Context: an optimization exercise on an open-source flow, tuned for small area and few clock cycles per item. The choices shown serve that exercise and are no tape-out recipe. RTL that was checked went through simulation tests only; none was proved equivalent to the original. Power and IR drop assume default switching activity.

==> build 67: inputs <==
## rs_pair_enc
module rs_pair_enc (
    input  wire       clk,
    input  wire       rst,
    input  wire       in_valid,
    output wire       in_ready,
    input  wire [9:0] in_sym,
    output wire       out_valid,
    input  wire       out_ready,
    output wire [9:0] out_sym,
    output wire       out_last
);
clock: 5.0 ns
lec_check: 0
cap_margin: 20
core_margin: 2
core_utilization: 70
slew_margin: 20
synth_hierarchical: 1
synth_minimum_keep_size: 0
standard.sh (not shown) runs the stock make flow with config.mk's settings and CLKGATE_MAP_FILE= SYNTH_SCRIPT=/design/flow/synth_recipe.tcl, a recipe that flattens the netlist after the stock synthesis.
==> flow/flow/run.sh <==
#!/bin/bash
# Own flow: the standard layout (standard.sh), with
# - the ports buffered with the smallest buffer,
# - the clock tree built without dummy loads, from clkbuf_8 leaf clusters.
set -euo pipefail
export BUFFER_PORTS_ARGS="-buffer_cell sky130_fd_sc_hd__buf_1"
export CTS_ARGS="-sink_clustering_enable -repair_clock_nets -dont_use_dummy_load -buf_list {sky130_fd_sc_hd__clkbuf_8} -sink_clustering_size 20 -sink_clustering_max_diameter 50"
bash standard.sh > flow_make.log 2>&1
==> trial 92: changes against build 67 <==
--- a/flow/design.v
+++ b/flow/design.v
@@ -19,14 +19,14 @@
     wire in_msg  = !(cnt[10] && (cnt[5] || cnt[4]));      
     wire last    = cnt[10] && (&cnt[5:0]);                
     wire rot_end = rot[0] && rot[1] && rot[2] && rot[4];                  
     wire idle    = clr || (rot != 0);
     assign in_ready  = !idle && in_msg && out_ready;
     assign out_valid = !idle && (in_msg ? in_valid : 1'b1);
-    wire   xfer      = out_valid && out_ready;
-    wire   rot_m     = !clr && !xfer;               
+    wire   xfer      = !rst && out_valid && out_ready;
+    wire   rot_m     = !rst && !clr && !xfer;       
     wire   step_msg  = xfer && in_msg;              
     wire [9:0] top = r[479:470];
     wire [9:0] top_std = top;
     assign out_sym  = in_msg ? in_sym : top_std;
     assign out_last = last;
     wire [9:0] fb = (in_sym ^ top_std) & {10{step_msg}};
@@ -421,13 +421,13 @@
     endgenerate
     always @(posedge clk) begin
         r <= d;
         if (rst) begin
             cnt <= 11'd0;
             clr <= 1'b1;
-            rot <= 0;
+            rot <= 1;
         end else begin
             if (idle)
                 rot <= rot_end ? 0 : rot + 1;
             else if (!xfer)
                 rot <= 1;
             if (rot_end)
==> flow/flow/run.sh (replaced) <==
#!/bin/bash
# Own flow: the standard layout (standard.sh), with
# - the ports buffered with the smallest buffer,
# - the clock tree built without dummy loads, from clkbuf_8 leaf clusters,
# - after global routing, gates and buffers off the critical paths downsized
#   (flow/post_grt.tcl), then slew and capacitance repaired again.
# ORFS writes each step's full log under orfs/logs; make's own output goes to
# flow_make.log here.
set -euo pipefail
export BUFFER_PORTS_ARGS="-buffer_cell sky130_fd_sc_hd__buf_1"
export CTS_ARGS="-sink_clustering_enable -repair_clock_nets -dont_use_dummy_load -buf_list {sky130_fd_sc_hd__clkbuf_8} -sink_clustering_size 20 -sink_clustering_max_diameter 60"
export POST_GLOBAL_ROUTE_TCL="$(pwd)/flow/post_grt.tcl"
bash standard.sh > flow_make.log 2>&1
==> flow/flow/post_grt.tcl (new file) <==
# After global routing: downsize gates and buffers on paths with slack to spare,
# fix any slew or capacitance this leaves over the margins, re-legalise, and
# write the route guides again for the detailed router.
global_route -start_incremental
repair_timing -recover_power 100 -verbose
estimate_parasitics -global_routing
repair_design -slew_margin 20 -cap_margin 20 -verbose
detailed_placement
global_route -end_incremental
estimate_parasitics -global_routing
report_worst_slack -max
report_check_types -max_slew -max_capacitance
write_guides $::env(RESULTS_DIR)/route.guide
--- a/flow/config.mk
+++ b/flow/config.mk
@@ -5,9 +5,10 @@
 export SDC_FILE = /design/flow/constraint.sdc
 export NUM_CORES = 4
 export LEC_CHECK = 0
 export CAP_MARGIN = 20
 export CORE_MARGIN = 2
 export CORE_UTILIZATION = 70
+export GPL_ROUTABILITY_DRIVEN = 0
 export SLEW_MARGIN = 20
 export SYNTH_HIERARCHICAL = 1
 export SYNTH_MINIMUM_KEEP_SIZE = 0
==> notes <==
Trial 92 passed the timing, DRC and antenna checks. Build 67 produced a clean layout. Between trial 92 and build 67, the lower via count is in trial 92 (gap about 2.3%, measured against build 67). Between trial 92 and build 67, the lower synthesized cell count is in trial 92 (gap 2.1%, measured against build 67). Flip-flop and latch count is the same in build 67 and trial 92. First-iteration DRC count: trial 92 is lower than build 67 (about 23%). In build 67 the register-to-register slack is better than in trial 92, by 0.17 ns. Against trial 92, the clock skew of build 67 is higher by 0.0015 ns.
==> figures <==
metric                                                                        build 67     trial 92
Tot Pwr                                                                      0.00574 W    0.00561 W
Outcome                                               no timing/DRC/antenna violations  no timing/DRC/antenna violations
Portion of the clock cycle consumed by the worst path in the final layout        88.0%        91.5%
GRT Overall Usage                                                                29.6%        28.1%
Count of cells along the worst register-to-register path                            11           14
Capture point of the worst path                                                  r[88]       r[284]
Net count of the finished layout                                                  1228         1210
Standard cell area after detailed placement                                0.0155 mm^2  0.0155 mm^2
Combinational cell fraction of total power                                        0.6%         0.7%
Clock period minus final worst setup slack                                     4.40 ns      4.58 ns
DRT iter0 DRCs                                                                     501          388
Count of placed standard cells in the final layout, fillers left out              1479         1461
Arrival time at the worst endpoint                                             4.88 ns      5.03 ns
Synthesized net count                                                             1117         1094
No run of this note included a check of the RTL's function; only the layout flow was run.

========
==> run Z <==
rs_pair_enc, a different RTL version from the one above (not shown whole).
==> flow/config.mk <==
export PLATFORM = sky130hd
export DESIGN_NAME = rs_pair_enc
export DESIGN_NICKNAME = rs_pair_enc
export VERILOG_FILES = /design/flow/design.v
export SDC_FILE = /design/flow/constraint.sdc
export NUM_CORES = 4
export LEC_CHECK = 0
export CAP_MARGIN = 20
export CORE_MARGIN = 2
export CORE_UTILIZATION = 65
export GPL_TIMING_DRIVEN = 0
export SLEW_MARGIN = 20
export SYNTH_HIERARCHICAL = 1
export SYNTH_MINIMUM_KEEP_SIZE = 0
==> flow/constraint.sdc <==
create_clock -name core_clock -period 5.0 [get_ports {clk}]
set_input_delay 1.0000 -clock core_clock [delete_from_list [all_inputs] [get_ports {clk}]]
set_output_delay 1.0000 -clock core_clock [all_outputs]
set_load 0.01 [all_outputs]
run.sh (not shown) runs the stock make flow with config.mk's settings and CLKGATE_MAP_FILE= SYNTH_SCRIPT=/design/flow/synth_recipe.tcl, a recipe that flattens the netlist after the stock synthesis.
Stock flow here: none of the scripts above is used.
==> inputs of run C, as changes to run Z <==
--- a/flow/design.v
+++ b/flow/design.v
@@ -11,17 +11,16 @@
 );
     localparam NMSG = 1040;               
     localparam NSYM = 1088;               
     localparam SEG  = 24;                 
     reg  [10:0]  cnt;                     
-    reg  [4:0]   rot;                     
+    reg  [5:0]   rot;                     
     reg          clr;                     
     reg  [479:0] r;                       
-    wire in_msg  = !(cnt[10] && (cnt[5] || cnt[4]));      
-    wire last    = cnt[10] && (&cnt[5:0]);                
-    wire rot_end = rot[0] && rot[1] && rot[2] && rot[4];                  
-    wire idle    = clr || (rot != 0);
+    wire in_msg = (cnt < NMSG);
+    wire last   = (cnt == NSYM - 1);
+    wire idle   = clr || (rot != 6'd0);
     assign in_ready  = !idle && in_msg && out_ready;
     assign out_valid = !idle && (in_msg ? in_valid : 1'b1);
     wire   xfer      = !rst && out_valid && out_ready;
     wire   rot_m     = !rst && !clr && !xfer;       
     wire   step_msg  = xfer && in_msg;              
@@ -508,17 +507,17 @@
     always @(posedge clk) begin
         r <= d;
         if (rst) begin
             cnt <= 11'd0;
             clr <= 1'b1;
-            rot <= 1;
+            rot <= 6'd1;
         end else begin
-            if (idle)
-                rot <= rot_end ? 0 : rot + 1;
+            if (clr || rot != 6'd0)
+                rot <= (rot == SEG - 1) ? 6'd0 : rot + 6'd1;
             else if (!xfer)
-                rot <= 1;
-            if (rot_end)
+                rot <= 6'd1;
+            if (clr && rot == SEG - 1)
                 clr <= 1'b0;
             if (xfer)
                 cnt <= last ? 11'd0 : cnt + 11'd1;
         end
     end
CORE_UTILIZATION = 45   (was 65)
GPL_TIMING_DRIVEN = default   (was 0)
==> comparison table <==
quantity	run C	run Z
Final period utilization	0.836	0.954
Sequential-to-total area share from yosys stat	0.661	0.665
Buffers excl. clock	92	71
Mapped Area	15100 sq um	15000 sq um
Sum of internal, switching and leakage power	0.00749 W	0.00760 W
Initial cell density of the core	0.453	0.661
Footprint of the multi-input gates	5160 sq um	5360 sq um
Peak Freq	239 MHz	210 MHz
Worst setup slack for register-to-register paths	1170 ps	450 ps
Flip-flop and latch count after synthesis	498	497
Area share of fa/ha/maj cells after synthesis	0.00249	0.00334
Area of the core	33300 sq um	22600 sq um
First-pass DRT Iterations	7	5
Layout clock area frac	0.0848	0.0884
Outcome	no timing/DRC/antenna violations	no timing/DRC/antenna violations
Routed length per placed instance	19.2 um	20.8 um
Crit path buffers/inverters	2	5
Clock period minus worst slack	4180 ps	4770 ps
Register area	9970 sq um	9950 sq um
Num tapcells	448	285
Proportion of final cell area spent on non-clock buffers	0.0420	0.0435
Crit-path slowest cell	sky130_fd_sc_hd__or4b_1	sky130_fd_sc_hd__xor2_1
No run of this note included a check of the RTL's function; only the layout flow was run.

========
==> inputs of run a <==
rs_pair_enc, a different RTL version from the one above (not shown whole).
==> flow/config.mk <==
export PLATFORM = sky130hd
export DESIGN_NAME = rs_pair_enc
export DESIGN_NICKNAME = rs_pair_enc
export VERILOG_FILES = /design/flow/design.v
export SDC_FILE = /design/flow/constraint.sdc
export NUM_CORES = 4
export LEC_CHECK = 0
export CAP_MARGIN = 20
export CORE_MARGIN = 2
export CORE_UTILIZATION = 70
export GPL_ROUTABILITY_DRIVEN = 0
export SLEW_MARGIN = 20
export SYNTH_HIERARCHICAL = 1
export SYNTH_MINIMUM_KEEP_SIZE = 0
==> flow/constraint.sdc <==
create_clock -name core_clock -period 5.0 [get_ports {clk}]
set_input_delay 1.0000 -clock core_clock [delete_from_list [all_inputs] [get_ports {clk}]]
set_output_delay 1.0000 -clock core_clock [all_outputs]
set_load 0.01 [all_outputs]
standard.sh (not shown) runs the stock make flow with config.mk's settings and CLKGATE_MAP_FILE= SYNTH_SCRIPT=/design/flow/synth_recipe.tcl, a recipe that flattens the netlist after the stock synthesis.
==> flow/flow/run.sh <==
#!/bin/bash
# Own flow: the standard layout (standard.sh), with
# - the ports buffered with the smallest buffer,
# - the clock tree built without dummy loads, from clkbuf_8 leaf clusters,
# - after global routing, gates and buffers off the critical paths downsized
#   (flow/post_grt.tcl), then slew and capacitance repaired again.
# ORFS writes each step's full log under orfs/logs; make's own output goes to
# flow_make.log here.
set -euo pipefail
export BUFFER_PORTS_ARGS="-buffer_cell sky130_fd_sc_hd__buf_1"
export CTS_ARGS="-sink_clustering_enable -repair_clock_nets -dont_use_dummy_load -buf_list {sky130_fd_sc_hd__clkbuf_8} -sink_clustering_size 20 -sink_clustering_max_diameter 60"
export POST_GLOBAL_ROUTE_TCL="$(pwd)/flow/post_grt.tcl"
bash standard.sh > flow_make.log 2>&1
==> flow/flow/post_grt.tcl <==
# After global routing: downsize gates and buffers on paths with slack to spare,
# fix any slew or capacitance this leaves over the margins, re-legalise, and
# write the route guides again for the detailed router.
global_route -start_incremental
repair_timing -recover_power 100 -verbose
estimate_parasitics -global_routing
repair_design -slew_margin 20 -cap_margin 20 -verbose
detailed_placement
global_route -end_incremental
estimate_parasitics -global_routing
report_worst_slack -max
report_check_types -max_slew -max_capacitance
write_guides $::env(RESULTS_DIR)/route.guide
==> run b (differences from run a) <==
==> flow/flow/run.sh (replaced) <==
#!/bin/bash
# Own flow: the standard layout (standard.sh), with
# - the ports buffered with the smallest buffer,
# - the clock tree built without dummy loads, from clkbuf_8 leaf clusters.
set -euo pipefail
export BUFFER_PORTS_ARGS="-buffer_cell sky130_fd_sc_hd__buf_1"
export CTS_ARGS="-sink_clustering_enable -repair_clock_nets -dont_use_dummy_load -buf_list {sky130_fd_sc_hd__clkbuf_8} -sink_clustering_size 20 -sink_clustering_max_diameter 50"
export GPL_KEEP_OVERFLOW=0
bash standard.sh > flow_make.log 2>&1
- GPL_ROUTABILITY_DRIVEN: 0 -> not set
removed: flow/flow/post_grt.tcl
==> summary of the runs <==
- Run a produced a clean layout. Run b completed with no timing, DRC or antenna violations.
- In run b the final cell count is smaller than in run a, by about 2.6%.
- In run a the critical path depth is higher than in run b, by 5.
- Against run b, the non-clock buffer count of run a is higher by 42.
- Between run a and run b, the lower clock skew is in run b (gap 0.023 ns).
- Against run a, the clock power of run b is higher by about 9%.
- In synthesized cell count, run a and run b do not differ.
- In global-route usage, run b and run a hardly differ.
- Cell area: run b is larger than run a (about 1.1%).
- In sequential power, run b and run a hardly differ.
==> figures <==
|  | run a | run b |
|---|---|---|
| Min Clock Period, post-route | 4.43 ns | 4.79 ns |
| Wire length on met1 | 13.9 mm | 13.6 mm |
| Detailed placement HPWL | 21.7 mm | 21.1 mm |
| Proportion of power drawn by flip-flops and latches | 0.708 | 0.690 |
| Stage delay of the slowest cell on the critical path | 0.48 ns | 0.74 ns |
| Leakage power total | 8.76 nW | 8.68 nW |
| Final clock-cell share | 0.0255 | 0.0305 |
| Run status | finished clean | finished clean |
| Detailed-route wire length per cell | 20.8 um | 21.2 um |
| Worst hold-check slack | 0.263 ns | 0.293 ns |
| DR WL met3 | 1.27 mm | 1.47 mm |
| Total routing usage reported by global routing | 0.278 | 0.278 |
| Multi-input combinational area share | 0.291 | 0.307 |
| Launching instance or port of the critical path | rot[0]$_SDFFE_PP1P_ | rst |
| Maximum vdd drop | 0.000365 V | 0.000332 V |
| Part of the cycle the worst path needs | 0.885 | 0.958 |
| Critical-path maximum fanout | 10 | 24 |
| Power share of the combinational group | 0.006 | 0.007 |
| Wire length on met2 | 13.7 mm | 13.9 mm |
Testbench counts of run a, summed over its fixed seeds: cycles 19,716, items 18.
Testbench counts of run b, summed over its fixed seeds: cycles 19,716, items 18.

-- port drivers added, routing unchanged --
No port has a modelled driver above. Below, the same layouts with a new extraction and two added sets of constraints.
Step 1 assumes that a clkbuf_16 drives the clock port and a buf_2 every other input.
Step 2 also shifts input and output timing later by t, the mid clock arrival at the registers, as if the neighbouring blocks saw the same clock.
Three values: ideal ports, drivers, drivers and shift; two values: the first two.
run | t (ns) | setup WS [ns] | worst hold slack (ns)
build 67 | 0.572 | 0.598 / 0.598 / 0.330 | 0.289 / 0.289 / 0.289
trial 92 | 0.624 | 0.424 / 0.424 / 0.180 | 0.297 / 0.297 / 0.297
run Z | 0.584 | 0.231 / 0.254 / -0.330 | 0.318 / 0.318 / 0.318
run C | 0.593 | 0.819 / 0.848 / 0.256 | 0.319 / 0.319 / 0.319
run a | 0.631 | 0.575 / 0.575 / 0.345 | 0.263 / 0.263 / 0.263
run b | 0.574 | 0.210 / 0.232 / -0.342 | 0.293 / 0.293 / 0.293
With both steps, setup timing fails in run Z and run b, where it was met with ideal ports. The setup slack of run C, which loses most, moves by +0.029 ns with the drivers and by -0.563 ns with both steps.
